Context: an optimization exercise on an open-source flow, tuned for small area, a short achievable clock period and few clock cycles. The choices shown serve that exercise and are no tape-out recipe. The RTL was checked by simulation tests, not by an equivalence proof against the original design. Power figures rest on the tool's default switching activity, not on a simulated workload.

==> flow/design.v (outline; a module is shown in full before it is edited, if it fits) <==
// module fpu_fma: 255 lines
// module fpu_mul: 1691 lines
// module fpu_cmp: 49 lines
// module fpu_f2i: 35 lines
// module sillar_fpu: 78 lines
module sillar_fpu (
    input  wire        clk,
    input  wire        rst,
    input  wire        in_valid,
    output wire        in_ready,
    input  wire [5:0]  in_op,
    input  wire [1:0]  in_rm,
    input  wire [31:0] in_a,
    input  wire [31:0] in_b,
    input  wire [31:0] in_c,
    output reg         out_valid,
    output reg  [31:0] out_res,
    output reg  [4:0]  out_flags
);
  // ...
==> flow/run.sh <==
#!/bin/bash
# synth_recipe.tcl (not shown) runs the flow's synth.tcl, then flattens the netlist and writes it again
# the make line also repeats each setting of config.mk as NAME=value (left out here)
make -C /OpenROAD-flow-scripts/flow DESIGN_CONFIG=/design/flow/config.mk WORK_HOME=/design/flow/orfs CLKGATE_MAP_FILE= SYNTH_SCRIPT=/design/flow/synth_recipe.tcl finish
==> flow/config.mk <==
export PLATFORM = sky130hd
export DESIGN_NAME = sillar_fpu
export DESIGN_NICKNAME = sillar_fpu
export VERILOG_FILES = /design/flow/design.v
export SDC_FILE = /design/flow/constraint.sdc
export NUM_CORES = 4
export LEC_CHECK = 0
export CAP_MARGIN = 20
export CORE_MARGIN = 2
export CORE_UTILIZATION = 40
export SLEW_MARGIN = 20
==> flow/constraint.sdc <==
create_clock -name core_clock -period 22.0 [get_ports {clk}]
set_input_delay 4.4000 -clock core_clock [delete_from_list [all_inputs] [get_ports {clk}]]
set_output_delay 4.4000 -clock core_clock [all_outputs]
set_load 0.01 [all_outputs]
==> key figures, run 1 <==
Routing
  – Starting DRT DRC Count: 4655
  – Via count: 40677
  – Avg WL per Cell: between 20 and 30 um
  – DR vias/cell: 6.00

Layout
  – Fraction of area in multi-input gates: 65.0%
  – Commonest non-fill, non-tap cell in the layout: and2_1
  – Clk tree area frac: 4.03%
  – Number of flip-flops and latches: 518
  – N_diodes: 1

Logic synthesis
  – Synth cell count leaders: and2_1 (646), fa_1 (543), dfxtp_1 (518), inv_1 (470), nor2_1 (354)
  – Synth Area in Adders: 26.9%
  – Synth cell types: approximately 100
  – Post-synth top flop: dfxtp_1
  – Yosys top cell by area: fa_1
  – Ys Warns: 5
  – Main combinational cell family by area after synthesis: adder cells

Die
  – Starting density of the core: about two fifths

STA
  – Period utilisation layout: 28.7%
  – Slew HR: between 20% and 30%
  – Least-Margin Pin Slew: 1.13 ns
  – Finish-stage setup viols: 0

Worst setup path
  – Worst Reg-to-Reg Cells: 19
  – CP max stage delay: slightly above 0.8 ns
  – Reg-to-Reg End: u_fma.r_aln[62]

Pwr
  – Leakage power total: approximately 22 nW
  – Pwr/cell area: between 100 and 150 nW/um^2
  – Peak supply drop: 128 uV

Clocking
  – H-Tree Depth: 2
  – Clk root buf: clkbuf_16

Global route
  – Top Usage Layer GRT: met2
  – Antenna violations before repair: 10

Status
  – Status: complete, no violations
Testbench counts, summed over its fixed seeds: cycles 48,040.
==> inputs of run 2 (changes only) <==
--- a/flow/config.mk
+++ b/flow/config.mk
@@ -9,3 +9,4 @@
 export CORE_MARGIN = 2
-export CORE_UTILIZATION = 40
+export CORE_UTILIZATION = 65
+export PLACE_DENSITY = 0.75
 export SLEW_MARGIN = 20
==> key figures, run 2 <==
STA
  – Finish-stage setup viols: 0 (unchanged)
  – Least-Margin Pin Slew: 1.15 ns (+0.0128 ns)
  – Setup TNS: 0 ns
  – Slew HR: 23.4% (-1.1 points)
  – Fmax: 154 MHz
  – RSZ-0062 raised after global routing: no
  – Final Hold Vio Count: 0
  – Skew final: between 0.04 and 0.05 ns
  – Period utilisation layout: 29.5% (+0.85 points)
  – Crit path time final: 6.50 ns
  – Slew Viols, Final: 0

Worst setup path
  – Reg2reg setup slack: roughly 16 ns
  – WP data arrival: 7.05 ns
  – Worst reg2reg path startpoint: x0[24]
  – CP startpoint: in_op[5]
  – CP endpoint kind: register
  – Critical path class: in2reg
  – Req. time, crit path: 22.55 ns
  – Crit start category: primary input
  – Max FO, Critical Path: 17

Layout
  – Area grow syn2layout: 8.11%
  – Commonest non-fill, non-tap cell in the layout: and2_1
  – Nets: 5985
  – Share of cells above drive strength 1: 6.49%
  – Largest reg by FF count: u_fma.q_mag
  – Max reg flops: 76
  – Most frequent cells in the layout: and2_1 (646), fa_1 (543), dfxtp_1 (492)
  – Biggest regs: u_fma.q_mag x76, u_fma.r_aln x75, u_fma.r_psn x47
  – Fillers: 5601

Logic synthesis
  – Ys Warns: 5 (unchanged)
  – Gate Count Post-Synth: 5246
  – Post-synthesis async set-or-reset flop share: 0%
  – Post-synth EDFFs: 0
  – Mean Syn Cell Area: 9.07 sq um
  – Seq cells post-synth: 518
  – Count leader, synth: and2_1
  – Post-Syn Area: about 48000 sq um
  – Post-synthesis sequential area ratio: 21.8%
  – Synth cell types: 104 (unchanged)
  – Synth cell count leaders: and2_1 (646), fa_1 (543), dfxtp_1 (518), inv_1 (470), nor2_1 (354)
  – Yosys top cell by area: fa_1
  – Post-synth top flop: dfxtp_1
  – Top-area cell type share of the netlist area: 22.9%
  – Top post-synthesis cells by area: fa_1 (23%), dfxtp_1 (22%), and2_1 (8.5%)
  – Syn nets: between 6000 and 7000

Die
  – # rows: 99
  – Die Area: 75300 sq um
  – Ports: 146
  – Die W: ~270 um
  – Starting density of the core: 65.4% (+25 points)
  – Die Y: 274 um
  – Core box area: 72700 sq um

Pwr
  – Combinational Power Share: 65.6%
  – Pwr/cell area: 143 nW/um^2 (+1.1%)
  – Internal power: 3.71 mW
  – Final Power: 7.36 mW
  – Sw Ratio: 49.5%
  – Peak supply drop: 183 uV (+43%)
  – Leakage power total: 22.0 nW (-0.58%)
  – Clock share of power: 13.4%
  – Seq pwr share: a little over a fifth
  – Psw: 3.65 mW

Placed design
  – RePlAce Congestion: ~1.1
  – Dpl hpwl: 120000 um
  – IO Port Bufs: 144

Clocking
  – TritonCTS clock tree: built
  – H-Tree Depth: 2 (unchanged)
  – # Post-CTS Setup Buffers: 0
  – TritonCTS buffer count: 57
  – Clk root buf: clkbuf_16
  – Resize count post-CTS: 0
  – Clk buf depth: 3
  – Worst-Skew Late Latency: 0.66 ns
  – Clk slew on worst S/H paths: 0.06 ns
  – # hold bufs at CTS: 0
  – Clk sinks: 518

Routing
  – Starting DRT DRC Count: 6042 (+30%)
  – Antenna Nets Post-Route: 0
  – Avg WL per Cell: 27.3 um (+3.5%)
  – Final WL: 169000 um
  – DRC Markers: 0
  – DR vias/cell: 6.74 (+12%)
  – First-pass DRT Iterations: 12
  – Via count: 41727 (+2.6%)

Global route
  – Antenna violations before repair: 11 (+1)
  – First-pass GRT wire length: 253000 um
  – GRT Overall Usage: 44.7%
  – Largest net degree at the start of global routing: 64
  – GRT overflow: 0
  – Number of global-route vias before repair: 41007

Status
  – Status: complete, no violations

Worst hold path
  – Hold Path Origin: u_fma.q_zsign
  – Hold/Removal Path Class: reg2reg

Flow run
  – Max Cap Viol: 0
[run 2: cell counts after synthesis]
No cell type changed its count.
[run 2: path summary, 6_finish.rpt]
check               endpoint  cells after the start
max                    y0[9]                      9
min            u_fma.w_zsign                      0
max reg2reg  u_fma.r_aln[62]                     19
min reg2reg    u_fma.w_zsign                      0
[run 2: layer usage]
metal	part of all wire, %	global-route usage [%]	vias to the layer above
met2	43	65.7	3109
met1	37	58.4	20169
li1	-	-	17747
met3	14	14.9	692
met5	0.043	0	-
met4	6.3	24.1	10
[run 2: cells by family after synthesis]
family / share of synthesized area (%)
compound gates: 14.6
xor+xnor: 3.13
fa+ha+maj: 26.9
buf+inv: 6.67
flops: 21.8
mux: 7.13
other cells: 0.00789
simple gates: 19.7
[run 2: power groups by stage]
stage	Clock [mW]	Combinational [mW]	Sequential, mW
2_1_floorplan	0	3.29	1.38
3_3_place_gp	0	4.59	1.54
3_5_place_dp	0	4.67	1.54
4_1_cts	0.991	4.70	1.52
5_1_grt	1.03	5.24	1.55
6_report	0.986	4.83	1.55
[run 2: area by class of cell]
type	count	area (sq um)	share of cell area [%]
Inverter	475	1780	3.47
Multi-Input combinational cell	3907	34100	66.3
Tap cell	959	1200	2.33
Clock buffer	70	1530	2.97
Timing Repair Buffer	221	2020	3.93
Sequential cell	518	10400	20.2
Antenna cell	5	12.5	0.0243
Clock inverter	33	373	0.725
[run 2: critical path, cell delays in order]
cell and delay (ns):
clkdlybuf4s50_1 0.57, nor2_1 0.11, nand2_1 0.08, nor2_1 0.05
nand3_1 0.36, nand2_1 0.43, nor3_2 0.67, buf_6 0.23
and2_1 0.14
[run 2: metrics by stage]
| step | hold WS, ns | area (sq um) | instances | setup WS [ns] | utilization, % |
|---|---|---|---|---|---|
| 3_3_place_gp | 0.311 | 49500 | 6079 | 14.68 | 68.1 |
| 6_report | 0.326 | 51400 | 6188 | 15.50 | 70.7 |
| 5_1_grt | 0.327 | 51400 | 6184 | 15.37 | 70.7 |
| 3_5_place_dp | 0.312 | 49500 | 6080 | 14.89 | 68.1 |
| 4_1_cts | 0.326 | 51400 | 6183 | 15.53 | 70.7 |
| 2_1_floorplan | 0.310 | 47600 | 5246 | 15.71 | - |
==> module fpu_fma, before the edit <==
module fpu_fma (
    input  wire        clk,
    input  wire [5:0]  op,
    input  wire [1:0]  rm,
    input  wire        is_i2f,
    input  wire        is_f2i,
    input  wire [31:0] x,
    input  wire [31:0] y,
    input  wire [31:0] z,
    input  wire [7:0]  ez,       
    input  wire        hx,       
    input  wire        hy,
    input  wire        hz,
    output reg  [31:0] res,
    output reg  [4:0]  flags
);
    localparam QNAN = 32'h7FC0_0000;
    wire is_mul  = (op == 6'h02);
    wire is_msub = (op == 6'h04);
    wire use_cmp = op[4] | (op[3:0] == 4'h7) | (op[3:0] == 4'h8);
    wire use_abs = ~op[4] & (op[3:0] == 4'h9);
    wire use_neg = ~op[4] & (op[3:0] == 4'hA);
    wire misc    = use_cmp | use_abs | use_neg;
    wire [31:0] cmp_res;
    wire [4:0]  cmp_flags;
    fpu_cmp u_cmp (.op(op), .a(x), .b(y), .res(cmp_res), .flags(cmp_flags));
    wire [31:0] misc_res   = use_cmp ? cmp_res : {use_neg & ~x[31], x[30:0]};
    wire [4:0]  misc_flags = use_cmp ? cmp_flags : 5'd0;
    wire [7:0] ex = x[30:23], ey = y[30:23];
    wire zero_x = ~hx, zero_y = ~hy;
    wire fx = &ex, fy = &ey, fz = &ez;
    wire mx0 = (x[22:0] == 23'd0), my0 = (y[22:0] == 23'd0), mz0 = (z[22:0] == 23'd0);
    wire inf_x = fx & mx0, inf_y = fy & my0, inf_z = fz & mz0;
    wire nan_x = fx & ~mx0, nan_y = fy & ~my0, nan_z = fz & ~mz0;
    wire snan_any = (nan_x & ~x[22]) | (nan_y & ~y[22]) | (nan_z & ~z[22]);
    wire nan_any  = nan_x | nan_y | nan_z;
    wire sp_fp     = x[31] ^ y[31] ^ is_msub;
    wire p_inf     = inf_x | inf_y;
    wire p_invalid = (inf_x & zero_y) | (inf_y & zero_x);
    wire inf_inf   = p_inf & inf_z & (sp_fp != z[31]);
    wire sp     = sp_fp;
    wire sz     = z[31] & ~is_i2f;
    wire p_zero = (zero_x | zero_y) & ~is_f2i;
    wire c_zero = ~hz & ~is_i2f;
    wire spec_nan  = ~is_i2f & (nan_any | p_invalid | inf_inf);
    wire spec_inv  = ~is_i2f & (snan_any | (~nan_any & (p_invalid | inf_inf)));
    wire spec_inf  = ~is_i2f & (p_inf | inf_z);
    wire spec_infs = p_inf ? sp_fp : z[31];
    wire zsign = is_mul ? sp :
                 is_i2f ? 1'b0 :
                 (p_zero & c_zero & (sp == sz)) ? sp : (rm == 2'd1);
    wire f2i_nan = nan_z;
    wire f2i_big = (ez > 8'd158) | ((ez == 8'd158) & (~x[31] | ~mz0));
    wire [23:0] mx = {hx, x[22:0]};
    wire [23:0] my = {hy, y[22:0]};
    wire [47:0] psn, pcn;
    fpu_mul u_mul (.x(mx), .y(my), .sn(psn), .cn(pcn));
    wire [7:0] eze = ez;
    wire [9:0] epp = {2'b0, ex} + {2'b0, ey};
    wire signed [10:0] sh_raw = $signed({1'b0, epp}) - $signed({3'b0, eze}) - 11'sd100;
    wire big_c = ~c_zero & (p_zero | sh_raw[10]);
    wire over  = ~sh_raw[10] & (sh_raw[9:0] > 10'd75);
    wire signed [10:0] e74 = big_c ? $signed({3'b0, eze}) : $signed({1'b0, epp}) - 11'sd100;
    wire [31:0] mz = is_i2f ? z : {hz, z[22:0], 8'd0};
    wire [106:0] ext = {mz, 75'd0} >> sh_raw[6:0];
    wire [74:0] al = big_c ? {mz, 43'd0} :
                     over  ? {74'd0, hz} :
                     {ext[106:33], |ext[32:0]};
    wire eff_sub = sp ^ sz;
    wire [74:0] alx = al ^ {75{eff_sub}};
    reg [47:0] r_psn, r_pcn;
    reg [74:0] r_aln;
    reg        r_sub;
    reg signed [10:0] r_e74;
    reg        r_sp, r_zsign, r_nan, r_inv, r_inf, r_infs, r_misc, r_f2i, r_fnan, r_fbig;
    reg [1:0]  r_rm;
    always @(posedge clk) begin
        r_psn   <= psn;
        r_pcn   <= pcn;
        r_aln   <= ~(misc ? {38'd0, misc_flags, misc_res} : alx);
        r_sub   <= eff_sub;
        r_e74   <= e74;
        r_sp    <= sp;
        r_zsign <= zsign;
        r_nan   <= spec_nan;
        r_inv   <= spec_inv;
        r_inf   <= spec_inf;
        r_infs  <= spec_infs;
        r_rm    <= rm;
        r_misc  <= misc;
        r_f2i   <= is_f2i;
        r_fnan  <= f2i_nan;
        r_fbig  <= f2i_big;
    end
    wire [74:0] r_al = ~r_aln;
    wire [76:0] tn_a = {~r_sub, ~r_sub, r_aln[74:2], r_f2i ? 2'd0 : r_aln[1:0]};
    wire [76:0] tn_b = {{28{1'b1}}, r_psn, 1'b1};
    wire [76:0] tn_c = {{28{1'b1}}, r_pcn, 1'b1};
    wire [76:0] un_s = tn_a ^ tn_b ^ tn_c;
    wire [76:0] un_c = {(tn_a[75:0] & tn_b[75:0]) | (tn_c[75:0] & (tn_a[75:0] ^ tn_b[75:0])), 1'b1};
    wire [76:0] hp = un_s ^ un_c;
    reg  [76:0] gg, pp, gn, pn;
    integer l, k;
    always @(*) begin
        gg = ~(un_s | un_c);
        pp = hp;
        for (l = 0; l < 7; l = l + 1) begin
            gn = gg;
            pn = pp;
            for (k = 0; k < 77; k = k + 1)
                if (k[l]) begin
                    gn[k] = gg[k] | (pp[k] & gg[((k >> l) << l) - 1]);
                    pn[k] = pp[k] & pp[((k >> l) << l) - 1];
                end
            gg = gn;
            pp = pn;
        end
    end
    wire [76:0] sum0 = hp ^ {gg[75:0], 1'b0};
    wire [76:0] sum1 = hp ^ {gg[75:0] | pp[75:0], 1'b1};
    wire        neg = r_sub & sum1[76];
    wire [75:0] mag = ~r_sub ? sum0[75:0] : (neg ? ~sum0[75:0] : sum1[75:0]);
    wire [31:0] f2i_res;
    wire [4:0]  f2i_flags;
    fpu_f2i u_f2i (.rm(r_rm), .s(r_sub), .al(r_al[2:0]), .q0(sum0[33:2]), .q1(sum1[33:2]),
                   .nan(r_fnan), .big(r_fbig), .res(f2i_res), .flags(f2i_flags));
    reg [75:0] q_mag;
    reg signed [10:0] q_e74;
    reg        q_rsign, q_zsign, q_nan, q_inv, q_inf, q_infs, q_misc;
    reg [1:0]  q_rm;
    reg [4:0]  q_mflags;
    always @(posedge clk) begin
        q_mag    <= r_misc ? {r_al[31:0], 44'd0} : r_f2i ? {f2i_res, 44'd0} : mag;
        q_mflags <= r_misc ? r_al[36:32] : f2i_flags;
        q_e74    <= r_e74;
        q_rsign  <= r_sp ^ neg;
        q_zsign  <= r_zsign;
        q_nan    <= r_nan;
        q_inv    <= r_inv;
        q_inf    <= r_inf;
        q_infs   <= r_infs;
        q_rm     <= r_rm;
        q_misc   <= r_misc | r_f2i;
    end
    wire [79:0]  mp  = {q_mag, 4'd0};
    wire [109:0] mpx = {q_mag, 34'd0};
    reg  [9:0]  gnz;
    reg  [2:0]  glz [0:9];
    integer g, j;
    always @(*) begin
        for (g = 0; g < 10; g = g + 1) begin
            gnz[g] = |mp[79 - 8*g -: 8];
            glz[g] = 3'd7;
            for (j = 0; j < 8; j = j + 1)
                if (mp[72 - 8*g + j]) glz[g] = 3'd7 - j[2:0];
        end
    end
    reg [9:0] gsel;
    reg       seen;
    always @(*) begin
        seen = q_misc;
        gsel = {9'd0, q_misc};
        for (g = 0; g < 10; g = g + 1) begin
            if (!seen && gnz[g]) gsel[g] = 1'b1;
            seen = seen | gnz[g];
        end
    end
    wire mzero = ~|gnz;
    reg [3:0] lz_hi;
    reg [2:0] lz_lo;
    reg [33:0] cf;
    always @(*) begin
        lz_hi = 4'd0;
        lz_lo = 3'd0;
        cf = 34'd0;
        for (g = 0; g < 10; g = g + 1)
            if (gsel[g]) begin
                lz_hi = lz_hi | g[3:0];
                lz_lo = lz_lo | (q_misc ? 3'd0 : glz[g]);
                cf = cf | mpx[109 - 8*g -: 34];
            end
    end
    wire [5:0] blk = {|q_mag[1:0], |q_mag[9:2], |q_mag[17:10], |q_mag[25:18],
                      |q_mag[33:26], |q_mag[41:34]};
    wire [5:0] blk_suf = {blk[5], |blk[5:4], |blk[5:3], |blk[5:2], |blk[5:1], |blk[5:0]};
    wire stc = |(gsel[5:0] & blk_suf);
    wire [6:0] lz = {lz_hi, lz_lo};
    reg [33:0] w_f;
    reg [2:0]  w_sh;
    reg        w_stc;
    reg signed [10:0] w_e75;
    reg [6:0]  w_lz;
    reg        w_rsign, w_zsign, w_nan, w_inv, w_inf, w_infs, w_misc, w_mzero;
    reg [1:0]  w_rm;
    reg [4:0]  w_mflags;
    always @(posedge clk) begin
        w_f      <= cf;
        w_sh     <= lz_lo;
        w_stc    <= stc;
        w_e75    <= q_e74 + 11'sd1;
        w_lz     <= lz;
        w_rsign  <= q_rsign;
        w_zsign  <= q_zsign;
        w_nan    <= q_nan;
        w_inv    <= q_inv;
        w_inf    <= q_inf;
        w_infs   <= q_infs;
        w_misc   <= q_misc;
        w_mzero  <= mzero;
        w_rm     <= q_rm;
        w_mflags <= q_mflags;
    end
    wire signed [10:0] e_lead  = w_e75 - $signed({4'd0, w_lz});
    wire signed [10:0] e_lead1 = w_e75 + 11'sd1 - $signed({4'd0, w_lz});
    wire tiny = (e_lead < 11'sd1);
    wire [33:0] norm = w_f << w_sh;
    wire [23:0] mant  = norm[33:10];
    wire        guard = norm[9];
    wire        stick = (|norm[8:0]) | w_stc;
    wire        inexact = guard | stick;
    reg         round_up;
    always @(*) begin
        case (w_rm)
            2'd0:    round_up = guard & (stick | mant[0]);
            2'd1:    round_up = w_rsign & inexact;
            2'd2:    round_up = 1'b0;
            default: round_up = ~w_rsign & inexact;
        endcase
    end
    wire [24:0] mant_inc = {1'b0, mant} + 25'd1;
    wire        carry    = round_up & (&mant);
    wire [22:0] frac_r   = round_up ? mant_inc[22:0] : mant[22:0];
    wire signed [10:0] e_fin = carry ? e_lead1 : e_lead;
    wire overflow = carry ? (e_lead1 > 11'sd254) : (e_lead > 11'sd254);
    wire ovf_to_inf = (w_rm == 2'd0) || (w_rm == 2'd1 && w_rsign) || (w_rm == 2'd3 && !w_rsign);
    always @(*) begin
        if (w_misc) begin
            res = w_f[33:2]; flags = w_mflags;
        end else if (w_nan) begin
            res = QNAN; flags = {4'd0, w_inv};
        end else if (w_inf) begin
            res = {w_infs, 8'hFF, 23'd0}; flags = 5'd0;
        end else if (w_mzero) begin
            res = {w_zsign, 31'd0}; flags = 5'd0;
        end else if (tiny) begin
            res = {w_rsign, 31'd0}; flags = 5'h18;
        end else if (overflow) begin
            res = ovf_to_inf ? {w_rsign, 8'hFF, 23'd0} : {w_rsign, 8'hFE, 23'h7F_FFFF};
            flags = 5'h14;
        end else begin
            res = {w_rsign, e_fin[7:0], frac_r};
            flags = {inexact, 4'd0};
        end
    end
endmodule
==> module fpu_cmp, before the edit <==
module fpu_cmp (
    input  wire [5:0]  op,
    input  wire [31:0] a,
    input  wire [31:0] b,
    output reg  [31:0] res,
    output reg  [4:0]  flags
);
    localparam QNAN = 32'h7FC0_0000;
    wire ffa = &a[30:23], ffb = &b[30:23];
    wire nan_a  = ffa & (a[22:0] != 23'd0);
    wire nan_b  = ffb & (b[22:0] != 23'd0);
    wire snan_a = nan_a & ~a[22];
    wire snan_b = nan_b & ~b[22];
    wire za = (a[30:23] == 8'd0), zb = (b[30:23] == 8'd0);
    wire [30:0] ma = za ? 31'd0 : a[30:0];
    wire [30:0] mb = zb ? 31'd0 : b[30:0];
    wire sa = a[31], sb = b[31];
    wire m_lt = (ma < mb);
    wire m_eq = (ma == mb);
    wire both_zero = za & zb;
    wire k_eq = (sa == sb) & m_eq;
    wire k_lt = (sa & ~sb) | (~sa & ~sb & m_lt) | (sa & sb & ~m_lt & ~m_eq);
    wire v_eq = k_eq | both_zero;
    wire v_lt = k_lt & ~both_zero;
    wire is_min = ~op[4] & ~op[3];      
    wire sel_a  = is_min ? (k_lt | k_eq) : ~k_lt;
    wire [31:0] fa = {sa, ma}, fb = {sb, mb};
    always @(*) begin
        res = 32'd0;
        flags = 5'd0;
        if (~op[4]) begin               
            flags[0] = snan_a | snan_b;
            if (nan_a & nan_b)
                res = QNAN;
            else if (nan_a)
                res = fb;
            else if (nan_b)
                res = fa;
            else
                res = sel_a ? fa : fb;
        end else if (op[1:0] == 2'd0) begin    
            flags[0] = snan_a | snan_b;
            res[0] = ~nan_a & ~nan_b & v_eq;
        end else begin                  
            flags[0] = nan_a | nan_b;
            res[0] = ~nan_a & ~nan_b & (v_lt | (op[1] & v_eq));
        end
    end
endmodule
==> module sillar_fpu, before the edit <==
module sillar_fpu (
    input  wire        clk,
    input  wire        rst,
    input  wire        in_valid,
    output wire        in_ready,
    input  wire [5:0]  in_op,
    input  wire [1:0]  in_rm,
    input  wire [31:0] in_a,
    input  wire [31:0] in_b,
    input  wire [31:0] in_c,
    output reg         out_valid,
    output reg  [31:0] out_res,
    output reg  [4:0]  out_flags
);
    assign in_ready = 1'b1;
    wire d_add = (in_op == 6'h00);
    wire d_sub = (in_op == 6'h01);
    wire d_fma = (in_op == 6'h03) | (in_op == 6'h04);
    wire d_i2f = (in_op == 6'h0B);
    wire d_f2i = (in_op == 6'h0C);
    wire d_raw = (in_op == 6'h09) | (in_op == 6'h0A);
    wire d_one = d_add | d_sub | d_i2f | d_f2i;
    wire za = (in_a[30:23] == 8'd0);
    wire zb = (in_b[30:23] == 8'd0);
    wire zc = (in_c[30:23] == 8'd0);
    wire [31:0] d_x = d_i2f ? {in_a[31], 8'd159, 23'd0} :
                      d_f2i ? {in_a[31], 8'd172, 23'd0} :
                      {in_a[31:23], in_a[22:0] & {23{~za | d_raw}}};
    wire        d_hx = d_i2f ? in_a[31] : ~d_f2i & ~za;
    wire [31:0] d_y = d_one ? 32'h3F80_0000 : {in_b[31:23], in_b[22:0] & {23{~zb}}};
    wire        d_hy = d_one | ~zb;
    wire [31:0] bm = {in_b[31:23], in_b[22:0] & {23{~zb}}};
    wire [31:0] cm = {in_c[31:23], in_c[22:0] & {23{~zc}}};
    wire [31:0] am = {in_a[31:23], in_a[22:0] & {23{~za}}};
    wire [31:0] d_z = d_add ? bm :
                      d_sub ? {~bm[31], bm[30:0]} :
                      d_fma ? cm :
                      d_f2i ? {1'b0, am[30:0]} :
                      d_i2f ? in_a : 32'd0;
    wire        d_hz = d_add | d_sub ? ~zb : d_fma ? ~zc : d_f2i & ~za;
    wire [7:0]  d_ez = d_i2f ? 8'd158 : d_z[30:23];
    reg        v0;
    reg [5:0]  op0;
    reg [1:0]  rm0;
    reg [31:0] x0, y0, z0;
    reg [7:0]  ez0;
    reg        hx0, hy0, hz0, i2f0, f2i0;
    always @(posedge clk) begin
        v0   <= in_valid & ~rst;
        op0  <= in_op;
        rm0  <= in_rm;
        x0   <= d_x;
        y0   <= d_y;
        z0   <= d_z;
        ez0  <= d_ez;
        hx0  <= d_hx;
        hy0  <= d_hy;
        hz0  <= d_hz;
        i2f0 <= d_i2f;
        f2i0 <= d_f2i;
    end
    wire [31:0] res4;
    wire [4:0]  flags4;
    fpu_fma u_fma (.clk(clk), .op(op0), .rm(rm0), .is_i2f(i2f0), .is_f2i(f2i0),
                   .x(x0), .y(y0), .z(z0), .ez(ez0), .hx(hx0), .hy(hy0), .hz(hz0),
                   .res(res4), .flags(flags4));
    reg v1, v2, v3;
    always @(posedge clk) begin
        v1 <= v0 & ~rst;
        v2 <= v1 & ~rst;
        v3 <= v2 & ~rst;
    end
    always @(posedge clk) begin
        out_valid <= v3 & ~rst;
        out_res   <= res4;
        out_flags <= flags4;
    end
endmodule
==> inputs of run 3 (changes only) <==
--- a/flow/design.v
+++ b/flow/design.v
@@ -10,2 +10,3 @@
     input  wire [7:0]  ez,       
+    input  wire [9:0]  epp,      
     input  wire        hx,       
@@ -57,8 +58,7 @@
     fpu_mul u_mul (.x(mx), .y(my), .sn(psn), .cn(pcn));
-    wire [7:0] eze = ez;
-    wire [9:0] epp = {2'b0, ex} + {2'b0, ey};
-    wire signed [10:0] sh_raw = $signed({1'b0, epp}) - $signed({3'b0, eze}) - 11'sd100;
+    wire signed [10:0] ep = $signed({epp[9], epp});
+    wire signed [10:0] sh_raw = ep - $signed({3'b0, ez});
     wire big_c = ~c_zero & (p_zero | sh_raw[10]);
     wire over  = ~sh_raw[10] & (sh_raw[9:0] > 10'd75);
-    wire signed [10:0] e74 = big_c ? $signed({3'b0, eze}) : $signed({1'b0, epp}) - 11'sd100;
+    wire signed [10:0] e74 = big_c ? $signed({3'b0, ez}) : ep;
     wire [31:0] mz = is_i2f ? z : {hz, z[22:0], 8'd0};
@@ -187,4 +187,4 @@
     wire [6:0] lz = {lz_hi, lz_lo};
-    reg [33:0] w_f;
-    reg [2:0]  w_sh;
+    wire [33:0] n3 = cf << lz_lo;
+    reg [31:0] w_n;
     reg        w_stc;
@@ -196,5 +196,4 @@
     always @(posedge clk) begin
-        w_f      <= cf;
-        w_sh     <= lz_lo;
-        w_stc    <= stc;
+        w_n      <= n3[33:2];
+        w_stc    <= stc | (|n3[1:0]);
         w_e75    <= q_e74 + 11'sd1;
@@ -215,6 +214,5 @@
     wire tiny = (e_lead < 11'sd1);
-    wire [33:0] norm = w_f << w_sh;
-    wire [23:0] mant  = norm[33:10];
-    wire        guard = norm[9];
-    wire        stick = (|norm[8:0]) | w_stc;
+    wire [23:0] mant  = w_n[31:8];
+    wire        guard = w_n[7];
+    wire        stick = (|w_n[6:0]) | w_stc;
     wire        inexact = guard | stick;
@@ -237,3 +235,3 @@
         if (w_misc) begin
-            res = w_f[33:2]; flags = w_mflags;
+            res = w_n; flags = w_mflags;
         end else if (w_nan) begin
@@ -1960,4 +1958,4 @@
     wire za = (a[30:23] == 8'd0), zb = (b[30:23] == 8'd0);
-    wire [30:0] ma = za ? 31'd0 : a[30:0];
-    wire [30:0] mb = zb ? 31'd0 : b[30:0];
+    wire [30:0] ma = a[30:0];
+    wire [30:0] mb = b[30:0];
     wire sa = a[31], sb = b[31];
@@ -2045,9 +2043,10 @@
     assign in_ready = 1'b1;
-    wire d_add = (in_op == 6'h00);
-    wire d_sub = (in_op == 6'h01);
-    wire d_fma = (in_op == 6'h03) | (in_op == 6'h04);
-    wire d_i2f = (in_op == 6'h0B);
-    wire d_f2i = (in_op == 6'h0C);
-    wire d_raw = (in_op == 6'h09) | (in_op == 6'h0A);
-    wire d_one = d_add | d_sub | d_i2f | d_f2i;
+    wire [5:0] o = in_op;
+    wire d_as  = ~o[4] & ~o[3] & ~o[2] & ~o[1];           
+    wire d_sub = d_as & o[0];
+    wire d_fma = ~o[4] & ~o[3] & (o[2] | (o[1] & o[0]));   
+    wire d_i2f = o[3] & o[1] & o[0];
+    wire d_f2i = o[3] & o[2];
+    wire d_raw = o[3] & (o[1] ^ o[0]);                   
+    wire d_one = d_as | d_i2f | d_f2i;
     wire za = (in_a[30:23] == 8'd0);
@@ -2058,2 +2057,4 @@
                       {in_a[31:23], in_a[22:0] & {23{~za | d_raw}}};
+    wire [9:0]  d_epp = d_i2f ? 10'd186 : d_f2i ? 10'd199 :
+                        {2'd0, in_a[30:23]} + (d_one ? 10'd27 : {2'd0, in_b[30:23]} - 10'd100);
     wire        d_hx = d_i2f ? in_a[31] : ~d_f2i & ~za;
@@ -2064,4 +2065,3 @@
     wire [31:0] am = {in_a[31:23], in_a[22:0] & {23{~za}}};
-    wire [31:0] d_z = d_add ? bm :
-                      d_sub ? {~bm[31], bm[30:0]} :
+    wire [31:0] d_z = d_as  ? {bm[31] ^ o[0], bm[30:0]} :
                       d_fma ? cm :
@@ -2069,3 +2069,3 @@
                       d_i2f ? in_a : 32'd0;
-    wire        d_hz = d_add | d_sub ? ~zb : d_fma ? ~zc : d_f2i & ~za;
+    wire        d_hz = d_as ? ~zb : d_fma ? ~zc : d_f2i & ~za;
     wire [7:0]  d_ez = d_i2f ? 8'd158 : d_z[30:23];
@@ -2076,2 +2076,3 @@
     reg [7:0]  ez0;
+    reg [9:0]  epp0;
     reg        hx0, hy0, hz0, i2f0, f2i0;
@@ -2085,2 +2086,3 @@
         ez0  <= d_ez;
+        epp0 <= d_epp;
         hx0  <= d_hx;
@@ -2094,3 +2096,3 @@
     fpu_fma u_fma (.clk(clk), .op(op0), .rm(rm0), .is_i2f(i2f0), .is_f2i(f2i0),
-                   .x(x0), .y(y0), .z(z0), .ez(ez0), .hx(hx0), .hy(hy0), .hz(hz0),
+                   .x(x0), .y(y0), .z(z0), .ez(ez0), .epp(epp0), .hx(hx0), .hy(hy0), .hz(hz0),
                    .res(res4), .flags(flags4));
--- a/flow/config.mk
+++ b/flow/config.mk
@@ -9,4 +9,3 @@
 export CORE_MARGIN = 2
-export CORE_UTILIZATION = 65
-export PLACE_DENSITY = 0.75
+export CORE_UTILIZATION = 40
 export SLEW_MARGIN = 20
==> key figures, run 3 <==
Layout
  – Nets: 6056 (+1.2%)
  – Register area: 10600 sq um (+1.5%)
  – Area of the multi-input gates: 33900 sq um (-0.44%)
  – Fin cells: 6825 (+10%)
  – Max reg flops: 76 (unchanged)
  – Share of cells above drive strength 1: 6.49% (about the same)
  – Largest reg by FF count: u_fma.q_mag
  – Biggest regs: u_fma.q_mag x76, u_fma.r_aln x75, u_fma.r_psn x47
  – Most frequent cells in the layout: and2_1 (556), fa_1 (543), dfxtp_1 (502)
  – Area grow syn2layout: 10.5%
  – Fillers: 11391 (+100%)
  – Commonest non-fill, non-tap cell in the layout: and2_1

Logic synthesis
  – Ys Warns: 5 (unchanged)
  – Post-synthesis sequential area ratio: 22.2% (+0.41 points)
  – Gate Count Post-Synth: 5270 (+0.46%)
  – Mean Syn Cell Area: 8.99 sq um (-0.79%)
  – Post-Syn Area: 47400 sq um (-0.33%)
  – Yosys top cell by area: fa_1
  – Post-synth EDFFs: 0 (unchanged)
  – Seq cells post-synth: 526 (+1.5%)
  – Post-synth top flop: dfxtp_1
  – Post-synthesis async set-or-reset flop share: 0% (unchanged)
  – Synth cell count leaders: and2_1 (556), fa_1 (543), dfxtp_1 (526), inv_1 (461), nor2_1 (394)
  – Top-area cell type share of the netlist area: 22.9% (+0.076 points)
  – Synth cell types: 102 (-1.9%)
  – Syn nets: 6092 (+0.68%)
  – Count leader, synth: and2_1
  – Top post-synthesis cells by area: fa_1 (23%), dfxtp_1 (22%), and2_1 (7.3%)

Global route
  – Antenna violations before repair: 10 (-1)
  – GRT Overall Usage: 28.8% (-16 points)
  – GRT overflow: 0 (unchanged)
  – Number of global-route vias before repair: 40296 (-1.7%)
  – First-pass GRT wire length: 263000 um (+4.0%)
  – Largest net degree at the start of global routing: 70 (+9.4%)

Routing
  – Antenna Nets Post-Route: 0 (unchanged)
  – Starting DRT DRC Count: 5184 (-14%)
  – DR vias/cell: 5.96 (-12%)
  – First-pass DRT Iterations: 9 (-3)
  – Final WL: 177000 um (+4.4%)
  – DRC Markers: 0 (unchanged)
  – Avg WL per Cell: 25.9 um (-5.3%)
  – Via count: 40690 (-2.5%)

Clocking
  – # Post-CTS Setup Buffers: 0 (unchanged)
  – H-Tree Depth: 2 (unchanged)
  – Clk sinks: 526 (+1.5%)
  – Clk root buf: clkbuf_16
  – # hold bufs at CTS: 0 (unchanged)
  – Worst-Skew Late Latency: 0.70 ns (+0.04 ns)
  – Clk slew on worst S/H paths: 0.07 ns (about the same)
  – Resize count post-CTS: 0 (unchanged)
  – TritonCTS buffer count: 59 (+3.5%)
  – TritonCTS clock tree: built
  – Clk buf depth: 3 (unchanged)

Die
  – Die W: 348 um (+27%)
  – Starting density of the core: 40.2% (-25 points)
  – Ports: 146 (unchanged)
  – Die Y: 348 um (+27%)
  – Die Area: 121000 sq um (+61%)
  – Core box area: 118000 sq um (+62%)
  – # rows: 126 (+27%)

STA
  – Finish-stage setup viols: 0 (unchanged)
  – RSZ-0062 raised after global routing: no
  – Period utilisation layout: 37.0% (+7.4 points)
  – Fmax: 123 MHz (-20%)
  – Slew Viols, Final: 0 (unchanged)
  – Slew HR: 24.4% (+0.96 points)
  – Final worst slack: 13.87 ns (-1.63 ns)
  – Least-Margin Pin Slew: 1.13 ns (-0.0108 ns)
  – Skew final: 0.0376 ns (-0.00991 ns)
  – Setup TNS: 0 ns (unchanged)
  – Crit path time final: 8.13 ns (+1.63 ns)
  – Final Hold Vio Count: 0 (unchanged)

Worst hold path
  – Hold/Removal Path Class: reg2reg

Pwr
  – Peak supply drop: 88.5 uV (-52%)
  – Final Power: 6.85 mW (-6.9%)
  – Leakage power total: 22.2 nW (+0.82%)
  – Pwr/cell area: 131 nW/um^2 (-8.6%)

Status
  – Status: complete, no violations

Worst setup path
  – WP data arrival: 8.69 ns (+1.64 ns)
  – CP endpoint kind: register
  – Crit start category: primary input
  – Req. time, crit path: 22.56 ns (about the same)
  – Critical path class: in2reg
  – Max FO, Critical Path: 17 (unchanged)

Placed design
  – Post-place setup slack: 13.15 ns (-1.74 ns)
  – Dpl hpwl: 128000 um (+6.8%)
  – RePlAce Congestion: 1.02 (-6.5%)
  – DP Cell Count: 6709 (+10%)
  – IO Port Bufs: 144 (unchanged)

Flow run
  – Max Cap Viol: 0 (unchanged)
run 3: cell types whose count changed in the layout (fill, tap and decap cells not counted), sizes merged, moves of 19 or more:
cell	previous run	this run
nand3	84	105
and3	37	56
mux4	62	31
a221o	28	3
a22o	30	5
xnor2	123	172
nand2	321	365
nor2	355	395
and2	647	556
a22oi	53	32
run 3: worst paths after layout:
kind / slack, ns / from / end / cells past startpoint
hold reg to reg: 0.32 / u_fma.q_mflags[3] / u_fma.w_mflags[3] / 0
hold / removal: 0.32 / u_fma.q_mflags[3] / u_fma.w_mflags[3] / 0
setup reg to reg: 16.54 / u_fma.r_f2i / u_fma.q_mag[71] / 15
setup / recovery: 13.87 / in_op[3] / epp0[8] / 16
run 3: worst max-delay path, cell delays in order:
cell and delay, ns:
clkdlybuf4s50_1 0.51, nand3_1 0.50, inv_1 0.39, or3_1 0.63, or2_2 0.34, ha_1 0.21, fa_1 0.40, a21o_1 0.20
a21oi_1 0.23, nor2b_1 0.08, o21a_1 0.18, o21ai_0 0.18, nand2b_1 0.08, a21oi_1 0.17, xnor2_1 0.13, nor2_1 0.05
run 3: layer usage:
layer / routed length [um] / vias up / global-route usage [%]
li1: - / 17721 / -
met1: 72500 / 20174 / 38.8
met2: 77500 / 2341 / 44.4
met3: 17500 / 454 / 5.80
met4: 9230 / 0 / 13.4
met5: 0 / - / 0
run 3: logic make-up after synthesis:
family / share of synthesized area [%]
compound gates: 13.4
mux: 6.56
xor+xnor: 4.23
buf+inv: 6.52
fa+ha+maj: 27.5
other cells: 0.00791
simple gates: 19.6
flops: 22.2
run 3: where the power goes:
group / total, mW / leakage (nW) / internal (mW) / switching (mW)
registers: 1.58 / 4.39 / 1.23 / 0.348
clock network: 1.06 / 1.02 / 0.618 / 0.439
logic: 4.22 / 16.8 / 1.61 / 2.61
total: 6.85 / 22.2 / 3.46 / 3.40
run 3: final cells by class:
class | count | share of cell area, %
Multi-Input combinational cell | 3947 | 64.8
Sequential cell | 526 | 20.2
Timing Repair Buffer | 233 | 4.03
Tap cell | 1536 | 3.67
Inverter | 467 | 3.35
Clock buffer | 78 | 3.16
Clock inverter | 31 | 0.810
Antenna cell | 7 | 0.0334
run 3: metrics by stage:
step	utilization (%)	hold WS [ns]	area [sq um]
detailed placement	42.7	0.312	50300
global placement	42.7	0.312	50300
floorplan	-	0.310	47400
global route	44.5	0.326	52400
CTS	44.5	0.324	52400
finish	44.5	0.321	52400
Testbench counts of run 3, summed over its fixed seeds: cycles 48,040.
==> inputs of run 4 (changes only) <==
--- a/flow/config.mk
+++ b/flow/config.mk
@@ -10,2 +10,3 @@
 export CORE_UTILIZATION = 40
+export CTS_BUF_LIST = sky130_fd_sc_hd__clkbuf_8
 export SLEW_MARGIN = 20
==> key figures, run 4 <==
STA
  – Final Hold Vio Count: 0 (unchanged)
  – Slew HR: 22.6% (-1.8 points)
  – Finish-stage setup viols: 0 (unchanged)
  – Slew Viols, Final: 0 (unchanged)
  – Setup TNS: 0 ns (unchanged)
  – Skew final: 0.0564 ns (+0.0188 ns)
  – Period utilisation layout: 36.6% (-0.32 points)
  – RSZ-0062 raised after global routing: no
  – Crit path time final: 8.06 ns (-0.0696 ns)
  – Fmax: 124 MHz (+0.86%)
  – Least-Margin Pin Slew: 1.16 ns (+0.0271 ns)

Layout
  – Register area: 10600 sq um (unchanged)
  – Share of cells above drive strength 1: 7.32% (+0.83 points)
  – Most frequent cells in the layout: and2_1 (556), fa_1 (543), dfxtp_1 (502)
  – Largest reg by FF count: u_fma.q_mag
  – Nets: 6088 (+0.53%)
  – Area of the multi-input gates: 33900 sq um (unchanged)
  – Commonest non-fill, non-tap cell in the layout: and2_1
  – Fillers: 11421 (+0.26%)
  – Fin cells: 6890 (+0.95%)
  – Area grow syn2layout: 10.7%
  – Max reg flops: 76 (unchanged)
  – Biggest regs: u_fma.q_mag x76, u_fma.r_aln x75, u_fma.r_psn x47

Logic synthesis
  – Post-synth top flop: dfxtp_1
  – Gate Count Post-Synth: 5270 (unchanged)
  – Count leader, synth: and2_1
  – Post-Syn Area: 47400 sq um (unchanged)
  – Synth cell types: 102 (unchanged)
  – Post-synthesis async set-or-reset flop share: 0% (unchanged)
  – Ys Warns: 5 (unchanged)
  – Mean Syn Cell Area: 8.99 sq um (unchanged)
  – Synth cell count leaders: and2_1 (556), fa_1 (543), dfxtp_1 (526), inv_1 (461), nor2_1 (394)
  – Seq cells post-synth: 526 (unchanged)
  – Post-synth EDFFs: 0 (unchanged)
  – Top post-synthesis cells by area: fa_1 (23%), dfxtp_1 (22%), and2_1 (7.3%)
  – Post-synthesis sequential area ratio: 22.2% (unchanged)
  – Syn nets: 6092 (unchanged)
  – Yosys top cell by area: fa_1
  – Top-area cell type share of the netlist area: 22.9% (unchanged)

Worst hold path
  – Hold/Removal Path Class: reg2reg

Die
  – # rows: 126 (unchanged)
  – Die Y: 348 um (unchanged)
  – Die W: 348 um (unchanged)
  – Ports: 146 (unchanged)
  – Die Area: 121000 sq um (unchanged)
  – Core box area: 118000 sq um (unchanged)
  – Starting density of the core: 40.2% (unchanged)

Worst setup path
  – Max FO, Critical Path: 17 (unchanged)
  – CP endpoint kind: register
  – Worst Reg-to-Reg Cells: 15 (unchanged)
  – Req. time, crit path: 22.66 ns (+0.10 ns)
  – Crit start category: primary input
  – Critical path class: in2reg
  – Reg2reg setup slack: 16.46 ns (-0.08 ns)
  – WP data arrival: 8.72 ns (+0.03 ns)
  – CP startpoint: in_op[3]
  – Worst reg2reg path startpoint: u_fma.r_f2i
  – Reg-to-Reg End: u_fma.q_mag[71]
  – End of the critical path: epp0[8]

Placed design
  – DP Cell Count: 6709 (unchanged)
  – Dpl hpwl: 128000 um (unchanged)
  – IO Port Bufs: 144 (unchanged)
  – RePlAce Congestion: 1.02 (unchanged)

Clocking
  – Clk buf depth: 3 (unchanged)
  – # Post-CTS Setup Buffers: 0 (unchanged)
  – Clk root buf: clkbuf_8
  – TritonCTS buffer count: 91 (+54%)
  – H-Tree Depth: 3 (+1)
  – Worst-Skew Late Latency: 0.78 ns (+0.08 ns)
  – TritonCTS clock tree: built
  – # hold bufs at CTS: 0 (unchanged)
  – Resize count post-CTS: 0 (unchanged)
  – Clk slew on worst S/H paths: 0.06 ns (about the same)
  – Clk sinks: 526 (unchanged)

Global route
  – GRT Overall Usage: 28.9% (+0.090 points)
  – Number of global-route vias before repair: 40479 (+0.45%)
  – GRT overflow: 0 (unchanged)
  – Largest net degree at the start of global routing: 70 (unchanged)
  – Antenna violations before repair: 12 (+2)
  – First-pass GRT wire length: 263000 um (+0.20%)

Pwr
  – Combinational Power Share: 61.6% (about the same)
  – Leakage power total: 22.4 nW (+0.71%)
  – Pwr/cell area: 131 nW/um^2 (-0.12%)
  – Psw: 3.41 mW (+0.51%)
  – Seq pwr share: 23.0% (about the same)
  – Clock share of power: 15.4% (about the same)
  – Peak supply drop: 87.0 uV (-1.6%)
  – Sw Ratio: 49.8% (+0.22 points)
  – Internal power: 3.45 mW (-0.37%)
  – Final Power: 6.86 mW (about the same)

Routing
  – First-pass DRT Iterations: 12 (+3)
  – Starting DRT DRC Count: 5146 (-0.73%)
  – Antenna Nets Post-Route: 0 (unchanged)
  – DR vias/cell: 5.89 (-1.1%)
  – DRC Markers: 0 (unchanged)
  – Avg WL per Cell: 25.7 um (-0.59%)
  – Via count: 40607 (-0.20%)
  – Final WL: 177000 um (+0.36%)

Flow run
  – Max Cap Viol: 0 (unchanged)

Status
  – Status: complete, no violations
## run 4: cell types whose count changed in the layout (fill, tap and decap cells not counted), sizes merged
| cell | change |
|---|---|
| inv | +20 |
| clkinvlp | +1 |
| diode | +5 |
| clkbuf | +32 |
| bufinv | +5 |
| clkinv | +2 |
## run 4: metrics by stage
stage / worst slack (ns) / area, sq um / hold slack (ns) / util [%]
after floorplan: 14.64 / 47400 / 0.310 / -
final: 13.94 / 52500 / 0.323 / 44.6
after global placement: 13.11 / 50300 / 0.312 / 42.7
after detailed placement: 13.15 / 50300 / 0.312 / 42.7
after CTS: 13.99 / 52500 / 0.324 / 44.5
after global routing: 13.60 / 52500 / 0.329 / 44.6
## run 4: worst min path at each step
| stage | from | end | slack [ns] | cells after the start |
|---|---|---|---|---|
| 2_1_floorplan | u_fma.r_e74[0] | u_fma.q_e74[0] | 0.31 | 0 |
| 3_3_place_gp | u_fma.r_nan | u_fma.q_nan | 0.31 | 0 |
| 3_5_place_dp | u_fma.r_e74[9] | u_fma.q_e74[9] | 0.31 | 0 |
| 4_1_cts | u_fma.q_mflags[0] | u_fma.w_mflags[0] | 0.32 | 0 |
| 5_1_grt | u_fma.r_e74[7] | u_fma.q_e74[7] | 0.33 | 0 |
| 6_report | u_fma.q_mflags[0] | u_fma.w_mflags[0] | 0.32 | 0 |
## run 4: worst max-delay path, cell delays in order
cell             delay, ns
clkdlybuf4s50_1       0.51
nand3_1               0.52
inv_1                 0.40
or3_1                 0.63
or2_2                 0.35
ha_1                  0.21
fa_1                  0.40
a21o_1                0.20
a21oi_1               0.23
nor2b_1               0.08
o21a_1                0.18
o21ai_0               0.17
nand2b_1              0.08
a21oi_1               0.17
xnor2_1               0.13
nor2_1                0.05
## run 4: layout make-up
cell class	count	area share, %
Multi-Input combinational cell	3947	64.7
Sequential cell	526	20.1
Timing Repair Buffer	233	4.02
Tap cell	1536	3.66
Inverter	467	3.34
Clock buffer	110	2.88
Clock inverter	59	1.24
Antenna cell	12	0.0572
## run 4: layer usage
| layer | wire [um] | global-route usage [%] | vias up |
|---|---|---|---|
| met1 | 72500 | 38.6 | 19963 |
| li1 | - | - | 17797 |
| met4 | 9280 | 13.7 | 0 |
| met5 | 0 | 0 | - |
| met3 | 18000 | 6.29 | 470 |
| met2 | 77600 | 44.5 | 2377 |
## run 4: power groups by stage
stage               Sequential (mW)  Clock (mW)  Combinational [mW]
global placement               1.58           0                4.07
global route                   1.59        1.12                4.58
detailed placement             1.58           0                4.10
CTS                            1.56        1.08                4.12
floorplan                      1.41           0                2.86
finish                         1.58        1.06                4.22
## run 4: logic make-up (layout without fill, tap and decap cells)
kind of cell / Yosys count / count (layout) / synth area share (%)
AND/OR/NAND/NOR: 1801 / 1801 / 19.6
multiplexers: 255 / 255 / 6.56
XOR/XNOR: 228 / 228 / 4.23
flip-flops: 526 / 526 / 22.2
adder cells (fa/ha/maj): 715 / 715 / 27.5
other: 1 / 13 / 0.00791
AO/OA/AOI/OAI: 947 / 947 / 13.4
buffers and inverters: 797 / 869 / 6.52
==> inputs of run 5 (changes only) <==
--- a/flow/design.v
+++ b/flow/design.v
@@ -8,8 +8,15 @@
     input  wire [31:0] y,
-    input  wire [31:0] z,
-    input  wire [7:0]  ez,       
-    input  wire [9:0]  epp,      
+    input  wire [31:0] c,
+    input  wire [7:0]  ex,       
+    input  wire [7:0]  ey,
+    input  wire [7:0]  ez,
     input  wire        hx,       
+    input  wire        xm,       
     input  wire        hy,
+    input  wire        ym,       
+    input  wire        one,      
     input  wire        hz,
+    input  wire        sz,       
+    input  wire        zb,       
+    input  wire        zc,       
     output reg  [31:0] res,
@@ -29,16 +36,15 @@
     wire [4:0]  misc_flags = use_cmp ? cmp_flags : 5'd0;
-    wire [7:0] ex = x[30:23], ey = y[30:23];
+    wire [22:0] zf = zb ? y[22:0] : zc ? c[22:0] : x[22:0];
     wire zero_x = ~hx, zero_y = ~hy;
-    wire fx = &ex, fy = &ey, fz = &ez;
-    wire mx0 = (x[22:0] == 23'd0), my0 = (y[22:0] == 23'd0), mz0 = (z[22:0] == 23'd0);
+    wire fx = &x[30:23], fy = &y[30:23] & ~one, fz = &ez;
+    wire mx0 = (x[22:0] == 23'd0), my0 = (y[22:0] == 23'd0), mz0 = (zf == 23'd0);
     wire inf_x = fx & mx0, inf_y = fy & my0, inf_z = fz & mz0;
     wire nan_x = fx & ~mx0, nan_y = fy & ~my0, nan_z = fz & ~mz0;
-    wire snan_any = (nan_x & ~x[22]) | (nan_y & ~y[22]) | (nan_z & ~z[22]);
+    wire snan_any = (nan_x & ~x[22]) | (nan_y & ~y[22]) | (nan_z & ~zf[22]);
     wire nan_any  = nan_x | nan_y | nan_z;
-    wire sp_fp     = x[31] ^ y[31] ^ is_msub;
+    wire sp_fp     = x[31] ^ (y[31] & ~one) ^ is_msub;
     wire p_inf     = inf_x | inf_y;
     wire p_invalid = (inf_x & zero_y) | (inf_y & zero_x);
-    wire inf_inf   = p_inf & inf_z & (sp_fp != z[31]);
+    wire inf_inf   = p_inf & inf_z & (sp_fp != sz);
     wire sp     = sp_fp;
-    wire sz     = z[31] & ~is_i2f;
     wire p_zero = (zero_x | zero_y) & ~is_f2i;
@@ -48,3 +54,3 @@
     wire spec_inf  = ~is_i2f & (p_inf | inf_z);
-    wire spec_infs = p_inf ? sp_fp : z[31];
+    wire spec_infs = p_inf ? sp_fp : sz;
     wire zsign = is_mul ? sp :
@@ -54,7 +60,8 @@
     wire f2i_big = (ez > 8'd158) | ((ez == 8'd158) & (~x[31] | ~mz0));
-    wire [23:0] mx = {hx, x[22:0]};
-    wire [23:0] my = {hy, y[22:0]};
+    wire [23:0] mx = {hx, x[22:0] & {23{xm}}};
+    wire [23:0] my = {hy, y[22:0] & {23{ym}}};
     wire [47:0] psn, pcn;
     fpu_mul u_mul (.x(mx), .y(my), .sn(psn), .cn(pcn));
-    wire signed [10:0] ep = $signed({epp[9], epp});
+    wire [8:0] epp = {1'b0, ex} + {1'b0, ey};
+    wire signed [10:0] ep = $signed({2'b0, epp}) - 11'sd100;
     wire signed [10:0] sh_raw = ep - $signed({3'b0, ez});
@@ -63,3 +70,3 @@
     wire signed [10:0] e74 = big_c ? $signed({3'b0, ez}) : ep;
-    wire [31:0] mz = is_i2f ? z : {hz, z[22:0], 8'd0};
+    wire [31:0] mz = is_i2f ? x : {hz, zf & {23{hz}}, 8'd0};
     wire [106:0] ext = {mz, 75'd0} >> sh_raw[6:0];
@@ -1958,4 +1965,4 @@
     wire za = (a[30:23] == 8'd0), zb = (b[30:23] == 8'd0);
-    wire [30:0] ma = a[30:0];
-    wire [30:0] mb = b[30:0];
+    wire [30:0] ma = za ? 31'd0 : a[30:0];
+    wire [30:0] mb = zb ? 31'd0 : b[30:0];
     wire sa = a[31], sb = b[31];
@@ -2045,3 +2052,2 @@
     wire d_as  = ~o[4] & ~o[3] & ~o[2] & ~o[1];           
-    wire d_sub = d_as & o[0];
     wire d_fma = ~o[4] & ~o[3] & (o[2] | (o[1] & o[0]));   
@@ -2049,3 +2055,2 @@
     wire d_f2i = o[3] & o[2];
-    wire d_raw = o[3] & (o[1] ^ o[0]);                   
     wire d_one = d_as | d_i2f | d_f2i;
@@ -2054,19 +2059,2 @@
     wire zc = (in_c[30:23] == 8'd0);
-    wire [31:0] d_x = d_i2f ? {in_a[31], 8'd159, 23'd0} :
-                      d_f2i ? {in_a[31], 8'd172, 23'd0} :
-                      {in_a[31:23], in_a[22:0] & {23{~za | d_raw}}};
-    wire [9:0]  d_epp = d_i2f ? 10'd186 : d_f2i ? 10'd199 :
-                        {2'd0, in_a[30:23]} + (d_one ? 10'd27 : {2'd0, in_b[30:23]} - 10'd100);
-    wire        d_hx = d_i2f ? in_a[31] : ~d_f2i & ~za;
-    wire [31:0] d_y = d_one ? 32'h3F80_0000 : {in_b[31:23], in_b[22:0] & {23{~zb}}};
-    wire        d_hy = d_one | ~zb;
-    wire [31:0] bm = {in_b[31:23], in_b[22:0] & {23{~zb}}};
-    wire [31:0] cm = {in_c[31:23], in_c[22:0] & {23{~zc}}};
-    wire [31:0] am = {in_a[31:23], in_a[22:0] & {23{~za}}};
-    wire [31:0] d_z = d_as  ? {bm[31] ^ o[0], bm[30:0]} :
-                      d_fma ? cm :
-                      d_f2i ? {1'b0, am[30:0]} :
-                      d_i2f ? in_a : 32'd0;
-    wire        d_hz = d_as ? ~zb : d_fma ? ~zc : d_f2i & ~za;
-    wire [7:0]  d_ez = d_i2f ? 8'd158 : d_z[30:23];
     reg        v0;
@@ -2074,6 +2062,5 @@
     reg [1:0]  rm0;
-    reg [31:0] x0, y0, z0;
-    reg [7:0]  ez0;
-    reg [9:0]  epp0;
-    reg        hx0, hy0, hz0, i2f0, f2i0;
+    reg [31:0] x0, y0, c0;
+    reg [7:0]  ex0, ey0, ez0;
+    reg        hx0, xm0, hy0, ym0, one0, hz0, sz0, zb0, zc0, i2f0, f2i0;
     always @(posedge clk) begin
@@ -2082,10 +2069,18 @@
         rm0  <= in_rm;
-        x0   <= d_x;
-        y0   <= d_y;
-        z0   <= d_z;
-        ez0  <= d_ez;
-        epp0 <= d_epp;
-        hx0  <= d_hx;
-        hy0  <= d_hy;
-        hz0  <= d_hz;
+        x0   <= in_a;
+        y0   <= in_b;
+        c0   <= in_c;
+        ex0  <= d_i2f ? 8'd159 : d_f2i ? 8'd172 : in_a[30:23];
+        ey0  <= d_one ? 8'd127 : in_b[30:23];
+        ez0  <= d_as ? in_b[30:23] : d_fma ? in_c[30:23] :
+                d_i2f ? 8'd158 : d_f2i ? in_a[30:23] : 8'd0;
+        hx0  <= d_i2f ? in_a[31] : ~d_f2i & ~za;
+        xm0  <= ~o[3] & ~za;
+        hy0  <= d_one | ~zb;
+        ym0  <= ~d_one & ~zb;
+        one0 <= d_one;
+        hz0  <= d_as ? ~zb : d_fma ? ~zc : d_f2i & ~za;
+        sz0  <= d_as ? in_b[31] ^ o[0] : d_fma & in_c[31];
+        zb0  <= d_as;
+        zc0  <= d_fma;
         i2f0 <= d_i2f;
@@ -2096,3 +2091,5 @@
     fpu_fma u_fma (.clk(clk), .op(op0), .rm(rm0), .is_i2f(i2f0), .is_f2i(f2i0),
-                   .x(x0), .y(y0), .z(z0), .ez(ez0), .epp(epp0), .hx(hx0), .hy(hy0), .hz(hz0),
+                   .x(x0), .y(y0), .c(c0), .ex(ex0), .ey(ey0), .ez(ez0),
+                   .hx(hx0), .xm(xm0), .hy(hy0), .ym(ym0), .one(one0),
+                   .hz(hz0), .sz(sz0), .zb(zb0), .zc(zc0),
                    .res(res4), .flags(flags4));
--- a/flow/config.mk
+++ b/flow/config.mk
@@ -10,3 +10,2 @@
 export CORE_UTILIZATION = 40
-export CTS_BUF_LIST = sky130_fd_sc_hd__clkbuf_8
 export SLEW_MARGIN = 20
==> key figures, run 5 <==
Status
  – Status: complete, no violations

Placed design
  – Dpl hpwl: 143000 um (+12%)
  – RePlAce Congestion: 1.02 (about the same)
  – DP Cell Count: 6892 (+2.7%)
  – IO Port Bufs: 144 (unchanged)
  – Post-place setup slack: 15.58 ns (+2.43 ns)

Global route
  – GRT Overall Usage: 30.9% (+2.0 points)
  – Number of global-route vias before repair: 40849 (+0.91%)
  – First-pass GRT wire length: 275000 um (+4.4%)
  – Largest net degree at the start of global routing: 66 (-5.7%)
  – GRT overflow: 0 (unchanged)
  – Antenna violations before repair: 8 (-4)

Layout
  – Biggest regs: u_fma.q_mag x76, u_fma.r_aln x75, u_fma.r_psn x47
  – Commonest non-fill, non-tap cell in the layout: nor2_1
  – Nets: 6240 (+2.5%)
  – Largest reg by FF count: u_fma.q_mag
  – Most frequent cells in the layout: nor2_1 (867), fa_1 (542), dfxtp_1 (525)
  – Share of cells above drive strength 1: 6.16% (-1.2 points)
  – Max reg flops: 76 (unchanged)
  – Fin cells: 7014 (+1.8%)
  – Area grow syn2layout: 11.3%

STA
  – Crit path time final: 6.39 ns (-1.67 ns)
  – Skew final: 0.0349 ns (-0.0215 ns)
  – Slew HR: 22.6% (+0.055 points)
  – Slew Viols, Final: 0 (unchanged)
  – Fmax: 156 MHz (+26%)
  – Period utilisation layout: 29.0% (-7.6 points)
  – Final Hold Vio Count: 0 (unchanged)
  – Finish-stage setup viols: 0 (unchanged)
  – RSZ-0062 raised after global routing: no
  – Setup TNS: 0 ns (unchanged)
  – Final worst slack: 15.61 ns (+1.67 ns)
  – Least-Margin Pin Slew: 1.15 ns (-0.0114 ns)

Pwr
  – Internal power: 3.47 mW (+0.78%)
  – Peak supply drop: 88.3 uV (+1.4%)
  – Sw Ratio: 51.0% (+1.2 points)
  – Leakage power total: 22.1 nW (-1.1%)
  – Pwr/cell area: 137 nW/um^2 (+4.7%)
  – Psw: 3.61 mW (+5.8%)
  – Clock share of power: 15.8% (+0.4 points)
  – Combinational Power Share: 62.1% (+0.5 points)
  – Seq pwr share: 22.0% (-1.0 points)

Logic synthesis
  – Syn nets: 6269 (+2.9%)
  – Post-synth EDFFs: 0 (unchanged)
  – Post-synthesis async set-or-reset flop share: 0% (unchanged)
  – Seq cells post-synth: 529 (+0.57%)
  – Top-area cell type share of the netlist area: 23.4% (+0.43 points)
  – Ys Warns: 5 (unchanged)
  – Synth cell count leaders: nor2_1 (869), fa_1 (543), dfxtp_1 (529), nand2_1 (505), inv_1 (449)
  – Post-Syn Area: 46500 sq um (-1.8%)
  – Post-synth top flop: dfxtp_1
  – Synth cell types: 97 (-4.9%)
  – Post-synthesis sequential area ratio: 22.8% (+0.54 points)
  – Gate Count Post-Synth: 5465 (+3.7%)
  – Yosys top cell by area: fa_1
  – Count leader, synth: nor2_1
  – Mean Syn Cell Area: 8.51 sq um (-5.3%)
  – Top post-synthesis cells by area: fa_1 (23%), dfxtp_1 (23%), nor2_1 (7.0%)

Clocking
  – Resize count post-CTS: 0 (unchanged)
  – TritonCTS buffer count: 66 (-27%)
  – Worst-Skew Late Latency: 0.67 ns (-0.11 ns)
  – Clk root buf: clkbuf_16
  – H-Tree Depth: 3 (unchanged)
  – Clk buf depth: 3 (unchanged)
  – # Post-CTS Setup Buffers: 0 (unchanged)
  – Clk slew on worst S/H paths: 0.06 ns (about the same)
  – Clk sinks: 529 (+0.57%)
  – # hold bufs at CTS: 0 (unchanged)
  – TritonCTS clock tree: built

Worst setup path
  – Reg2reg setup slack: 15.61 ns (-0.85 ns)
  – Reg-to-Reg End: u_fma.r_aln[27]
  – WP data arrival: 6.94 ns (-1.78 ns)
  – Critical path class: reg2reg
  – End of the critical path: u_fma.r_aln[27]
  – Max FO, Critical Path: 24 (+7)
  – Worst Reg-to-Reg Cells: 16 (+1)
  – CP startpoint: x0[24]
  – Worst reg2reg path startpoint: x0[24]
  – Crit start category: register
  – Req. time, crit path: 22.55 ns (-0.11 ns)
  – CP endpoint kind: register

Routing
  – DR vias/cell: 5.96 (+1.1%)
  – First-pass DRT Iterations: 6 (-6)
  – Final WL: 188000 um (+6.2%)
  – Via count: 41788 (+2.9%)
  – Antenna Nets Post-Route: 0 (unchanged)
  – Starting DRT DRC Count: 4780 (-7.1%)
  – DRC Markers: 0 (unchanged)
  – Avg WL per Cell: 26.8 um (+4.3%)

Die
  – Die Y: 345 um (-0.91%)
  – Core box area: 116000 sq um (-1.7%)
  – Die Area: 119000 sq um (-1.8%)
  – Die W: 345 um (-0.91%)
  – Ports: 146 (unchanged)
  – Starting density of the core: 40.2% (-0.043 points)
  – # rows: 125 (-0.79%)

Flow run
  – Max Cap Viol: 0 (unchanged)

Worst hold path
  – Hold/Removal Path Class: reg2reg
==> run 5: cell types whose count changed after synthesis, moves of 19 or more <==
cell	previous run	this run
nand2b_1	22	43
xor2_1	56	75
mux2i_1	175	139
nand2_1	364	505
clkbuf_1	272	298
a22o_1	5	29
and2_1	556	50
a221oi_1	75	53
nor2_1	394	869
a222oi_1	26	7
o22ai_1	44	78
a22oi_1	32	86
a21o_1	37	60
xnor2_1	171	144
==> run 5: cell families after synthesis <==
| family | after synthesis | synth area share (%) |
|---|---|---|
| flops | 529 | 22.8 |
| simple gates | 1952 | 18.6 |
| xor+xnor | 220 | 4.16 |
| other cells | 1 | 0.00806 |
| mux | 177 | 4.35 |
| buf+inv | 820 | 6.78 |
| fa+ha+maj | 697 | 27.5 |
| compound gates | 1069 | 15.8 |
==> run 5: through the flow <==
| stage | util (%) | power, mW | area (sq um) | hold WS, ns |
|---|---|---|---|---|
| 6_report | 44.8 | 7.08 | 51800 | 0.325 |
| 3_3_place_gp | 42.8 | 5.85 | 49500 | 0.312 |
| 3_5_place_dp | 42.8 | 5.85 | 49500 | 0.312 |
| 2_1_floorplan | - | 4.30 | 46500 | 0.310 |
| 4_1_cts | 44.7 | 7.00 | 51800 | 0.326 |
| 5_1_grt | 44.7 | 7.50 | 51800 | 0.330 |
==> run 5: metal layers <==
metal  vias up  wire (um)  global-route usage, %
li1      18479          -                      -
met1     20534      78700                   41.9
met2      2271      79500                   45.6
met3       496      17900                   6.78
met4         8      12100                   17.2
met5         -         60                      0
==> run 5: worst max-delay path, cell delays in order (launching register included) <==
cell	delay, ns
dfxtp_1	0.36
nor4_1	0.41
nand2_1	0.67
and2_1	0.44
ha_1	0.30
nor2b_1	0.13
o21ai_0	0.19
a21oi_1	0.11
a2111oi_0	0.41
o21ai_0	0.16
a21oi_1	0.49
mux2i_1	0.36
mux2_2	0.39
o21a_1	0.55
nor2_1	0.69
mux2_2	0.42
a22oi_1	0.20
==> run 5: area by class of cell <==
type	count	area, sq um
clock inverters	31	450
fillers	11444	63900
inverters	456	1710
multi-input cells	4116	32900
well taps	1524	1910
diodes	7	17.5
flip-flops and latches	529	10600
repair buffers	267	2360
clock buffers	84	1800
==> run 5: how the worst min path moves through the flow <==
stage                   start              to  cells after the start
2_1_floorplan  u_fma.r_e74[0]  u_fma.q_e74[0]                      0
4_1_cts        u_fma.r_e74[6]  u_fma.q_e74[6]                      0
5_1_grt        u_fma.r_e74[6]  u_fma.q_e74[6]                      0
6_report       u_fma.r_e74[3]  u_fma.q_e74[3]                      0
3_3_place_gp    u_fma.r_zsign   u_fma.q_zsign                      0
3_5_place_dp   u_fma.r_e74[6]  u_fma.q_e74[6]                      0
==> run 5: power by group through the flow <==
stage	combinational [mW]	sequential [mW]	clock (mW)
after floorplan	2.91	1.39	0
after global placement	4.28	1.57	0
after detailed placement	4.29	1.57	0
after CTS	4.31	1.55	1.15
after global routing	4.75	1.57	1.18
final	4.40	1.56	1.12
Testbench counts of run 5, summed over its fixed seeds: cycles 48,040.

what the ideal ports hide:
The results above use ideal ports. As a check the final layouts listed here were re-extracted and re-timed, cells and wires unchanged.
Step 1, drivers: a clkbuf_16 drives clk and a buf_2 each remaining input, both assumed.
Step 2, shift: input delay + t, output delay - t, t = (earliest + latest rising clock arrival at the registers) / 2. This alone moves slack from input paths to output paths.
Three values: ideal, step 1, step 2; two values: the first two.
run	shift t [ns]	setup WS [ns]	worst hold slack (ns)	clock arrival spread, ns	worst register clock-pin slew, ns
run 1	0.740	15.691 / 15.697 / 14.957	0.325 / 0.325 / 0.325	0.048 / 0.049	0.07 / 0.07
run 2	0.709	15.503 / 15.548 / 14.839	0.326 / 0.326 / 0.326	0.048 / 0.048	0.07 / 0.07
run 3	0.757	13.870 / 13.925 / 13.168	0.321 / 0.321 / 0.321	0.038 / 0.038	0.07 / 0.07
run 4	0.824	13.940 / 13.988 / 13.164	0.323 / 0.323 / 0.323	0.058 / 0.057	0.08 / 0.08
run 5	0.734	15.610 / 15.610 / 15.541	0.325 / 0.325 / 0.325	0.037 / 0.037	0.07 / 0.07
After both steps setup and hold are still met in every run listed. For run 4, which loses most, drivers alone change the setup slack by +0.048 ns; drivers and shift together by -0.776 ns.
